Source: an optimization exercise on an open RTL-to-GDS flow (aim: small area, a short achievable clock period and few clock cycles). Production flows keep margins and buffers that such runs may drop. Function was checked by simulation only, so behaviour that the tests miss may differ from the original. No activity file was given, so power comes from the tool's default toggle rates.

File: design/flow/config.mk
export PLATFORM = sky130hd
export DESIGN_NAME = dig_ctx
export DESIGN_NICKNAME = dig_ctx
export VERILOG_FILES = /design/flow/design.v
export SDC_FILE = /design/flow/constraint.sdc
export NUM_CORES = 4
export LEC_CHECK = 0
export CAP_MARGIN = 20
export CORE_MARGIN = 2
export CORE_UTILIZATION = 40
export PLACE_DENSITY = 0.6
export SLEW_MARGIN = 20
File: design/flow/constraint.sdc
create_clock -name core_clock -period 10.0 [get_ports {clk}]
set_input_delay 2.0000 -clock core_clock [delete_from_list [all_inputs] [get_ports {clk}]]
set_output_delay 2.0000 -clock core_clock [all_outputs]
set_load 0.01 [all_outputs]
File: design/flow/design.v
module dig_ctx (
  input             clk,
  input             rst,           
  input             open_valid,    
  input      [2:0]  open_alg,      
  input             rel,           
  input             exp_we,        
  input      [2:0]  exp_idx,
  input      [31:0] exp_data,
  input             in_valid,      
  input      [31:0] in_data,
  input             in_last,
  input      [2:0]  in_nbytes,     
  output            in_ready,
  output reg [1:0]  open_resp,     
  output            ctx_busy,
  output            ctx_finished,
  output reg        equal,
  output reg        no_expected,
  output reg [15:0] not_equal_cnt
);
  localparam [1:0] RESP_NONE = 2'd0, RESP_OK = 2'd1, RESP_BUSY = 2'd2, RESP_BAD = 2'd3;
  localparam [2:0] S_FREE  = 3'd0,   
                   S_LOAD  = 3'd1,   
                   S_PAD   = 3'd2,   
                   S_ROUND = 3'd3,   
                   S_UPD   = 3'd4,   
                   S_CMP   = 3'd5,   
                   S_FIN   = 3'd6;   
  reg [2:0]  state;
  reg [31:0] w [0:15];     
  reg [31:0] h [0:7];      
  reg [31:0] exp_v [0:7];  
  reg        has_exp;
  reg [31:0] len;          
  reg [3:0]  wcnt;         
  reg [5:0]  rnd;
  reg        fin;          
  reg        pad80;        
  reg        lenhi;        
  reg        final_blk;    
  reg [31:0] a, b, c, d, e, f, g, hh;
  integer i;
  localparam [255:0] IV = {32'h6a09e667, 32'hbb67ae85, 32'h3c6ef372, 32'ha54ff53a,
                             32'h510e527f, 32'h9b05688c, 32'h1f83d9ab, 32'h5be0cd19};
  reg [31:0] k_t;
  always @(*) begin
    case (rnd)
      6'd0: k_t = 32'h428a2f98;
      6'd1: k_t = 32'h71374491;
      6'd2: k_t = 32'hb5c0fbcf;
      6'd3: k_t = 32'he9b5dba5;
      6'd4: k_t = 32'h3956c25b;
      6'd5: k_t = 32'h59f111f1;
      6'd6: k_t = 32'h923f82a4;
      6'd7: k_t = 32'hab1c5ed5;
      6'd8: k_t = 32'hd807aa98;
      6'd9: k_t = 32'h12835b01;
      6'd10: k_t = 32'h243185be;
      6'd11: k_t = 32'h550c7dc3;
      6'd12: k_t = 32'h72be5d74;
      6'd13: k_t = 32'h80deb1fe;
      6'd14: k_t = 32'h9bdc06a7;
      6'd15: k_t = 32'hc19bf174;
      6'd16: k_t = 32'he49b69c1;
      6'd17: k_t = 32'hefbe4786;
      6'd18: k_t = 32'h0fc19dc6;
      6'd19: k_t = 32'h240ca1cc;
      6'd20: k_t = 32'h2de92c6f;
      6'd21: k_t = 32'h4a7484aa;
      6'd22: k_t = 32'h5cb0a9dc;
      6'd23: k_t = 32'h76f988da;
      6'd24: k_t = 32'h983e5152;
      6'd25: k_t = 32'ha831c66d;
      6'd26: k_t = 32'hb00327c8;
      6'd27: k_t = 32'hbf597fc7;
      6'd28: k_t = 32'hc6e00bf3;
      6'd29: k_t = 32'hd5a79147;
      6'd30: k_t = 32'h06ca6351;
      6'd31: k_t = 32'h14292967;
      6'd32: k_t = 32'h27b70a85;
      6'd33: k_t = 32'h2e1b2138;
      6'd34: k_t = 32'h4d2c6dfc;
      6'd35: k_t = 32'h53380d13;
      6'd36: k_t = 32'h650a7354;
      6'd37: k_t = 32'h766a0abb;
      6'd38: k_t = 32'h81c2c92e;
      6'd39: k_t = 32'h92722c85;
      6'd40: k_t = 32'ha2bfe8a1;
      6'd41: k_t = 32'ha81a664b;
      6'd42: k_t = 32'hc24b8b70;
      6'd43: k_t = 32'hc76c51a3;
      6'd44: k_t = 32'hd192e819;
      6'd45: k_t = 32'hd6990624;
      6'd46: k_t = 32'hf40e3585;
      6'd47: k_t = 32'h106aa070;
      6'd48: k_t = 32'h19a4c116;
      6'd49: k_t = 32'h1e376c08;
      6'd50: k_t = 32'h2748774c;
      6'd51: k_t = 32'h34b0bcb5;
      6'd52: k_t = 32'h391c0cb3;
      6'd53: k_t = 32'h4ed8aa4a;
      6'd54: k_t = 32'h5b9cca4f;
      6'd55: k_t = 32'h682e6ff3;
      6'd56: k_t = 32'h748f82ee;
      6'd57: k_t = 32'h78a5636f;
      6'd58: k_t = 32'h84c87814;
      6'd59: k_t = 32'h8cc70208;
      6'd60: k_t = 32'h90befffa;
      6'd61: k_t = 32'ha4506ceb;
      6'd62: k_t = 32'hbef9a3f7;
      6'd63: k_t = 32'hc67178f2;
      default: k_t = 32'd0;
    endcase
  end
  wire accept = in_valid && in_ready;
  wire exp_ok = exp_we && (state == S_LOAD || state == S_PAD || state == S_ROUND ||
                           state == S_UPD) && !fin;
  assign in_ready     = (state == S_LOAD) || (state == S_FIN);
  assign ctx_busy     = (state != S_FREE);
  assign ctx_finished = (state == S_FIN);
  reg [31:0] last_word;
  always @(*) begin
    case (in_nbytes)
      3'd0:    last_word = 32'h80000000;
      3'd1:    last_word = {in_data[31:24], 24'h800000};
      3'd2:    last_word = {in_data[31:16], 16'h8000};
      3'd3:    last_word = {in_data[31:8], 8'h80};
      default: last_word = in_data;
    endcase
  end
  wire [31:0] in_word  = in_last ? last_word : in_data;
  wire [2:0]  in_count = in_last ? (in_nbytes > 3'd4 ? 3'd4 : in_nbytes) : 3'd4;
  wire [31:0] len_hi = {29'd0, len[31:29]};
  wire [31:0] len_lo = {len[28:0], 3'b000};
  reg [31:0] pad_word;
  always @(*) begin
    if (!pad80)
      pad_word = 32'h80000000;
    else if (wcnt == 4'd14)
      pad_word = len_hi;
    else if (wcnt == 4'd15 && lenhi)
      pad_word = len_lo;
    else
      pad_word = 32'd0;
  end
  wire [31:0] s1  = {e[5:0], e[31:6]} ^ {e[10:0], e[31:11]} ^ {e[24:0], e[31:25]};
  wire [31:0] ch  = (e & f) ^ (~e & g);
  wire [31:0] t1  = hh + s1 + ch + k_t + w[0];
  wire [31:0] s0  = {a[1:0], a[31:2]} ^ {a[12:0], a[31:13]} ^ {a[21:0], a[31:22]};
  wire [31:0] maj = (a & b) ^ (a & c) ^ (b & c);
  wire [31:0] t2  = s0 + maj;
  wire [31:0] ws0   = {w[1][6:0], w[1][31:7]} ^ {w[1][17:0], w[1][31:18]} ^ (w[1] >> 3);
  wire [31:0] ws1   = {w[14][16:0], w[14][31:17]} ^ {w[14][18:0], w[14][31:19]} ^ (w[14] >> 10);
  wire [31:0] w_new = ws1 + w[9] + ws0 + w[0];
  reg hash_eq;
  always @(*) begin
    hash_eq = 1'b1;
    for (i = 0; i < 8; i = i + 1)
      if (h[i] != exp_v[i]) hash_eq = 1'b0;
  end
  task push_word(input [31:0] word);
    begin
      for (i = 0; i < 15; i = i + 1) w[i] <= w[i + 1];
      w[15] <= word;
      wcnt  <= wcnt + 4'd1;
    end
  endtask
  task start_block;
    begin
      a <= h[0]; b <= h[1]; c <= h[2]; d <= h[3];
      e <= h[4]; f <= h[5]; g <= h[6]; hh <= h[7];
      rnd   <= 6'd0;
      state <= S_ROUND;
    end
  endtask
  task clear_msg;
    begin
      for (i = 0; i < 8; i = i + 1) begin
        h[i]     <= IV[255 - 32*i -: 32];
        exp_v[i] <= 32'd0;
      end
      has_exp   <= 1'b0;
      len       <= 32'd0;
      wcnt      <= 4'd0;
      fin       <= 1'b0;
      pad80     <= 1'b0;
      lenhi     <= 1'b0;
      final_blk <= 1'b0;
    end
  endtask
  always @(posedge clk) begin
    if (rst) begin
      state         <= S_FREE;
      open_resp     <= RESP_NONE;
      equal         <= 1'b0;
      no_expected   <= 1'b0;
      not_equal_cnt <= 16'd0;
      clear_msg;
    end else begin
      if (!open_valid)
        open_resp <= RESP_NONE;
      else if (state != S_FREE)
        open_resp <= RESP_BUSY;
      else if (open_alg != 3'd0)
        open_resp <= RESP_BAD;
      else
        open_resp <= RESP_OK;
      if (exp_ok) begin
        exp_v[exp_idx] <= exp_data;
        has_exp        <= 1'b1;
      end
      if (rel) begin
        state       <= S_FREE;
        equal       <= 1'b0;
        no_expected <= 1'b0;
        clear_msg;
      end else begin
        case (state)
          S_FREE: begin
            if (open_valid && open_alg == 3'd0) begin
              clear_msg;
              state <= S_LOAD;
            end
          end
          S_LOAD, S_FIN: begin
            if (accept) begin
              if (state == S_FIN) begin
                clear_msg;
                equal       <= 1'b0;
                no_expected <= 1'b0;
                len         <= {29'd0, in_count};
              end else begin
                len <= len + {29'd0, in_count};
              end
              push_word(in_word);
              if (in_last) begin
                fin   <= 1'b1;
                pad80 <= (in_count != 3'd4);
              end
              if (wcnt == 4'd15)
                start_block;
              else if (in_last)
                state <= S_PAD;
              else
                state <= S_LOAD;
            end
          end
          S_PAD: begin
            push_word(pad_word);
            if (pad80) begin
              if (wcnt == 4'd14) lenhi <= 1'b1;
              if (wcnt == 4'd15 && lenhi) final_blk <= 1'b1;
            end
            pad80 <= 1'b1;
            if (wcnt == 4'd15)
              start_block;
          end
          S_ROUND: begin
            hh <= g; g <= f; f <= e;
            e  <= d + t1;
            d  <= c; c <= b; b <= a;
            a  <= t1 + t2;
            for (i = 0; i < 15; i = i + 1) w[i] <= w[i + 1];
            w[15] <= w_new;
            rnd   <= rnd + 6'd1;
            if (rnd == 6'd63) state <= S_UPD;
          end
          S_UPD: begin
            h[0] <= h[0] + a;  h[1] <= h[1] + b;
            h[2] <= h[2] + c;  h[3] <= h[3] + d;
            h[4] <= h[4] + e;  h[5] <= h[5] + f;
            h[6] <= h[6] + g;  h[7] <= h[7] + hh;
            if (final_blk)
              state <= S_CMP;
            else if (fin)
              state <= S_PAD;
            else
              state <= S_LOAD;
          end
          S_CMP: begin
            equal       <= has_exp && hash_eq;
            no_expected <= !has_exp;
            if (!(has_exp && hash_eq) && not_equal_cnt != 16'hffff)
              not_equal_cnt <= not_equal_cnt + 16'd1;
            state <= S_FIN;
          end
          default: state <= S_FREE;
        endcase
      end
    end
  end
endmodule
File: design/flow/run.sh
#!/bin/bash
# synth_recipe.tcl (not shown) runs the flow's synth.tcl, then flattens the netlist and writes it again
# the make line also repeats each setting of config.mk as NAME=value (left out here)
make -C /OpenROAD-flow-scripts/flow DESIGN_CONFIG=/design/flow/config.mk WORK_HOME=/design/flow/orfs CLKGATE_MAP_FILE= SYNTH_SCRIPT=/design/flow/synth_recipe.tcl finish
==> run summary <==
final timing paths:
| kind | from | endpoint | slack (ns) | cells after the start |
|---|---|---|---|---|
| max | e[26] | a[31] | 1.84 | 32 |
| min | w[11][18] | w[10][18] | 0.41 | 0 |
| max reg2reg | e[26] | a[31] | 1.84 | 32 |
| min reg2reg | w[11][18] | w[10][18] | 0.41 | 0 |
per-stage QoR:
step | hold slack, ns | instances | instance area (sq um)
2_1_floorplan | 0.400 | 7945 | 79400
3_3_place_gp | 0.400 | 10419 | 83300
3_5_place_dp | 0.405 | 10419 | 83300
4_1_cts | 0.404 | 10709 | 88300
5_1_grt | 0.412 | 10710 | 88400
6_report | 0.409 | 10716 | 88400
cell usage in the layout (no fill, tap or decap), types with 57 or more instances in the layout:
master	instances
and3_1	117
nor3_1	97
xor2_1	291
a22oi_1	108
ha_1	397
and2_1	117
dfxtp_1	448
nand2_1	1025
xnor2_1	462
edfxtp_1	934
buf_4	88
inv_1	524
clkdlybuf4s50_1	102
fa_1	196
nand2b_1	57
o22ai_1	121
nand4_1	65
a21o_1	220
clkbuf_16	159
nor2_1	434
nand3_1	191
o21ai_0	441
a21oi_1	542
report_power, final:
| part | total (mW) | switching [mW] | internal (mW) | leakage [nW] |
|---|---|---|---|---|
| clock network | 5.78 | 2.54 | 3.24 | 2.46 |
| registers | 6.13 | 0.0310 | 6.10 | 12.2 |
| logic | 1.43 | 0.923 | 0.506 | 19.2 |
| total | 13.3 | 3.49 | 9.84 | 33.9 |
routing by layer:
metal	routed length (um)	global-route usage, %
met5	71	0
met4	18300	15.1
met3	33100	6.74
met2	134000	44.7
met1	133000	43.1
flip-flops by register name, indices dropped and copies added, names as in the netlist, 2 cells and up:
name	flops
h	256
e	32
g	32
not_equal_cnt	16
exp_v	256
b	32
hh	32
state	3
c	32
f	32
k_t	32
rnd	6
a	32
wcnt	4
d	32
open_resp	2
len	32
w	512
cell families (layout without fill, tap and decap cells):
kind of cell               Yosys count  after routing
xor gates and xnor gates           753            753
other                                0              7
DFF                               1382           1382
and+or+nand+nor                   2315           2315
AOI/OAI and AO/OA                 1961           1961
buffers and inverters              889           1013
muxes                               50             50
adders and majority gates          595            595
cell type report:
| cell class | count | area [sq um] |
|---|---|---|
| Fill cell | 18895 | 109000 |
| Multi-Input combinational cell | 5674 | 39200 |
| Sequential cell | 1382 | 37000 |
| Clock buffer | 216 | 4310 |
| Tap cell | 2640 | 3300 |
| Inverter | 529 | 2000 |
| Timing Repair Buffer | 194 | 1750 |
| Clock inverter | 74 | 756 |
| Antenna cell | 7 | 17.5 |
==> reports/metrics.yaml <==
grt:
  track_usage_pct: 30.8
  grt_max_degree: 180
  grt.overflow.total: 0
  antenna_found_initial: 29
  first_global_vias: 59331
  grt_pass1_wl_mm: 446
clock_tree:
  path_clk_slew_ns: 0.06
  clock_latency_ns: 0.84
  cts_root_buf: "clkbuf_16"
  cts.sinks: 1382
  post-cts-setup-buffer-count: 0
  cts_tree: "yes"
  post_cts_resized: 0
  h-tree-depth: 4
  cts_made_buffers: 157
  hold_buffers: 0
  cts_buffer_depth: 3
timing:
  period_needed_ns: 8.16
  setup_ws_ns: 1.84
  finClkSkew_ns: 0.0522
  hold_violations: 0
  slew_violations: 0
  slew_headroom_pct: 21.2
  post-route-period-util_pct: 81.6
  fmax_mhz: 123
  setup_tns_ns: 0
  tightest_slew_ns: 1.18
  final-setup-viol-count: 0
  rsz0062_at_grt: "no"
synthesis:
  synth_seq_area_share_pct: 46.6
  synth_common_cells: "1,030 x nand2_1, 934 x edfxtp_1, 543 x a21oi_1"
  ys_ff_latch: 1382
  mappedNetlistArea_sq_um: 79400
  synth_edf_count: 934
  synth_xor_area_share_pct: 8.30
  synth.most_common_cell: "nand2_1"
  synthCells: 7945
  synth.area.mux_share_pct: 0.681
  synth_area_per_cell_sq_um: 10.0
  yosys.area_share.simple_pct: 13.3
  synth_fp_nets: 8618
  synth_top_area_share_pct: 35.3
  ys.flop_type: "edfxtp_1"
  synthArstFlopShare_pct: 0
  ys_types: 96
  synthAdderAreaFrac_pct: 11.2
  yosysTopAreaCell: "edfxtp_1"
  synth_top_family_by_area: "compound AO/OA/AOI/OAI gates"
  synth_compound_area_share_pct: 15.7
  ys_warn_count: 3
  netlist_top_cells_area: "edfxtp_1 35%, dfxtp_1 11%, ha_1 6.3%, xnor2_1 5.1%, fa_1 4.9%"
routing:
  drc: 0
  final_antenna_net_count: 0
  routed_wirelength_mm: 319
  avgRoutedWirePerCell_um: 29.7
  drt_iter0_markers: 8718
  first_pass_iters: 6
  post_drt_via_cell_ratio: 5.94
  num_vias: 63630
floorplanning:
  ioPinCount: 103
  row_count: 163
  dieHeight_um: 450
  start_util_pct: 40.2
  dieArea_sq_um: 202000
  coreArea_sq_um: 197000
  die_w_um: 450
placed_design:
  port_buffers: 102
  hpwl_mm: 239
  gp_congestion: 1.00
  pre_cts_ws_ns: 1.86
setup_path:
  worstSetupPathType: "flop to flop"
  slowest_stage: "edfxtp_1"
  worst_ep_required_time_ns: 10.57
  max_stage_delay_ns: 0.67
  startpoint_type: "flop"
  crit_path_end_kind: "flop"
  crit_arrival_ns: 8.73
  cp_top_family: "adder cells"
  crit_fanout: 6
  crit_buf_inv: 4
finish:
  nNetsFinal: 8611
  drive_gt1_share_pct: 5.25
  area_delta_synth_final_pct: 11.3
  post-route-util_pct: 44.8
power:
  p_per_area_nw_per_um2: 151
  irDropWorstVdd_mv: 0.193
  fin_total_pwr_mw: 13.3
  leakage_nw: 33.9
worst_hold_path:
  hold_class: "flop to flop"
outcome:
  run_status: "timing/DRC/antenna clean"
run:
  maxCapViolCount: 0
Testbench counts, summed over its fixed seeds: cycles 114,174.

re-timing with driven ports:
How much do the figures lean on ideal ports? The routed layout below was timed once more, with nothing changed but the port constraints.
Step 1: set_driving_cell puts a clkbuf_16 on clk and a buf_2 on each other input, an assumption about the parent block.
Step 2 times the ports against the registers' clock, not the clock port: input delays grow and output delays shrink by t, the midpoint of the rising clock arrivals with the driver on.
Slacks: no drivers / after step 1 / after step 2; pairs: no drivers / after step 1.
t (ns): 0.894
setup WS [ns]: 1.842 / 1.842 / 1.842
worst setup path after step 2: register to register
After both steps this run still meets setup and hold. The setup slack of this run moves by 0.000 ns with the drivers and by 0.000 ns with both steps.
